This is an optimization exercise on Yosys and OpenROAD, whose aim is small area, a short achievable clock period and few clock cycles, not a production implementation.
In this exercise RTL edits were held to simulation tests only and were not proved equivalent to the original.
Power and IR drop assume default switching activity.

Setup of maple:
==> flow/design.v (excerpt) <==
module fondant_dec (
    input  wire        clk,
    input  wire        rst,
    input  wire        start,
    output wire        start_ready,
    input  wire [4:0]  s_depth,        
    input  wire [4:0]  s_k,            
    input  wire [3:0]  s_rows_m1,
    input  wire [5:0]  s_cols_m1,
    input  wire [15:0] s_len,          
    input  wire        in_valid,
    output wire        in_ready,
    input  wire [31:0] in_data,
    output reg         pix_valid,
    output reg  [15:0] pix_y,
    output reg         done
);
    localparam [1:0] S_IDLE  = 2'd0,
                     S_DIV   = 2'd1,
                     S_RUN   = 2'd2,
                     S_DRAIN = 2'd3;
    reg [1:0] state;
    reg       start_ready_r;
    reg       in_ready_r;        
    reg       rdy;               
    assign start_ready = start_ready_r;
    assign in_ready    = in_ready_r;
    wire take_start = start & (state == S_IDLE);
    reg [4:0]  b_r;
    reg [4:0]  k_r;
    reg [3:0]  rows_m1_r;
    reg [5:0]  cols_m1_r;
    reg [10:0] wrem;              
    wire [5:0] w6 = {k_r, 1'b1};
    wire [2:0] kbl = k_r[4] ? 3'd5 : k_r[3] ? 3'd4 : k_r[2] ? 3'd3 :
                     k_r[1] ? 3'd2 : k_r[0] ? 3'd1 : 3'd0;
    wire [4:0] bb_c = b_r - {2'b00, kbl};
    reg [4:0]  bb;                
    wire [5:0] flen_esc = {1'b0, bb} + 6'd16;      
    reg [15:0] rcap;              
    integer    ci;
    always @* begin
        for (ci = 0; ci < 16; ci = ci + 1)
            rcap[ci] = (ci + 1 >= bb);
    end
    reg [5:0]  dr;                
    reg [15:0] q;                 
    reg [3:0]  dcnt;
    wire       d_bit1 = ~((dcnt == 4'd0) & b_r[0]);
    wire [6:0] d_t1   = {dr, d_bit1};
    wire       d_q1   = (d_t1 >= {1'b0, w6});
    wire [5:0] d_r1   = d_q1 ? (d_t1[5:0] - w6) : d_t1[5:0];
    wire [6:0] d_t2   = {d_r1, 1'b1};
    wire       d_q2   = (d_t2 >= {1'b0, w6});
  ...
clock: 36.0 ns
lec_check: 0
abc_area: 1
cap_margin: 20
core_margin: 2
core_utilization: 65
cts_buf_list: sky130_fd_sc_hd__clkbuf_16
cts_cluster_diameter: 80
cts_cluster_size: 25
place_density: 0.75
slew_margin: 20
standard.sh (not shown) runs the stock make flow with config.mk's settings and CLKGATE_MAP_FILE= SYNTH_SCRIPT=/design/flow/synth_recipe.tcl, a recipe that flattens the netlist after the stock synthesis.
==> flow/flow/run.sh <==
#!/bin/bash
set -euo pipefail
export BUFFER_PORTS_ARGS="-buffer_cell sky130_fd_sc_hd__buf_1"
export SETUP_SLACK_MARGIN=27.75
bash standard.sh > make.log 2>&1
Testbench counts of maple, summed over its fixed seeds: cycles 330,320.
The following lists how indigo was set up differently from maple:
==> flow/flow/run.sh <==
#!/bin/bash
set -euo pipefail
export BUFFER_PORTS_ARGS="-buffer_cell sky130_fd_sc_hd__buf_1"
export SETUP_SLACK_MARGIN=28
bash standard.sh > make.log 2>&1
Findings:
Between maple and indigo, the total wire length does not differ in any meaningful way.
Post-layout utilization of the core: indigo vs maple, no meaningful difference
Between maple and indigo, the sequential share of layout area does not differ in any meaningful way.
Area used by multi-input combinational logic of indigo is on par with maple.
On total via count in the routed design, indigo and maple are basically level.
> inputs changed (indigo -> raven)
Settings: CTS_CLUSTER_DIAMETER now 90, was 80; CTS_CLUSTER_SIZE now 32, was 25.
- Maximum vdd drop of raven exceeds that of indigo by more than 10%.
- Summary — proportion of power drawn by flip-flops and latches, raven relative to indigo: higher, by 1.2 points.
- Looking at register-to-register slack across indigo and raven, the one that comes out higher is indigo.
Modified inputs, tundra compared to raven
Settings: swapping 32 for 25 in CTS_CLUSTER_SIZE; swapping 90 for 80 in CTS_CLUSTER_DIAMETER; swapping sky130_fd_sc_hd__clkbuf_16 for sky130_fd_sc_hd__clkbuf_8 sky130_fd_sc_hd__clkbuf_16 in CTS_BUF_LIST.
Diff raven and tundra: total inserted antenna cells higher in raven
Measured against each other, raven and tundra differ in wire length per cell, the higher figure coming from tundra.
| highest achievable clock rate | tundra vs raven | ≈ equal |

what the ideal ports hide:
In the flow no input, the clock included, has a driving cell. The finished layouts below were timed again as built, in two steps.
Step 1, drivers: a clkbuf_16 drives clk and a buf_2 each remaining input, both assumed.
Step 2 moves the port delays by t, midway between the first and last clock arrival at a register: inputs arrive t later, outputs are due t later. That takes back most of the time a late clock gives input paths.
Three values: ideal ports, drivers, drivers and shift; two values: the first two.
run | t, ns | setup slack, ns | worst register clock-pin slew, ns | worst slew at a driven data input, ns
maple | 0.703 | 27.692 / 27.627 / 27.854 | 0.10 / 0.10 | 0.06
indigo | 0.703 | 27.687 / 27.622 / 27.859 | 0.10 / 0.10 | 0.05
raven | 0.726 | 27.662 / 27.599 / 27.863 | 0.12 / 0.12 | 0.06
tundra | 0.703 | 27.687 / 27.622 / 27.859 | 0.10 / 0.10 | 0.05
After both steps every run listed still meets setup and hold.
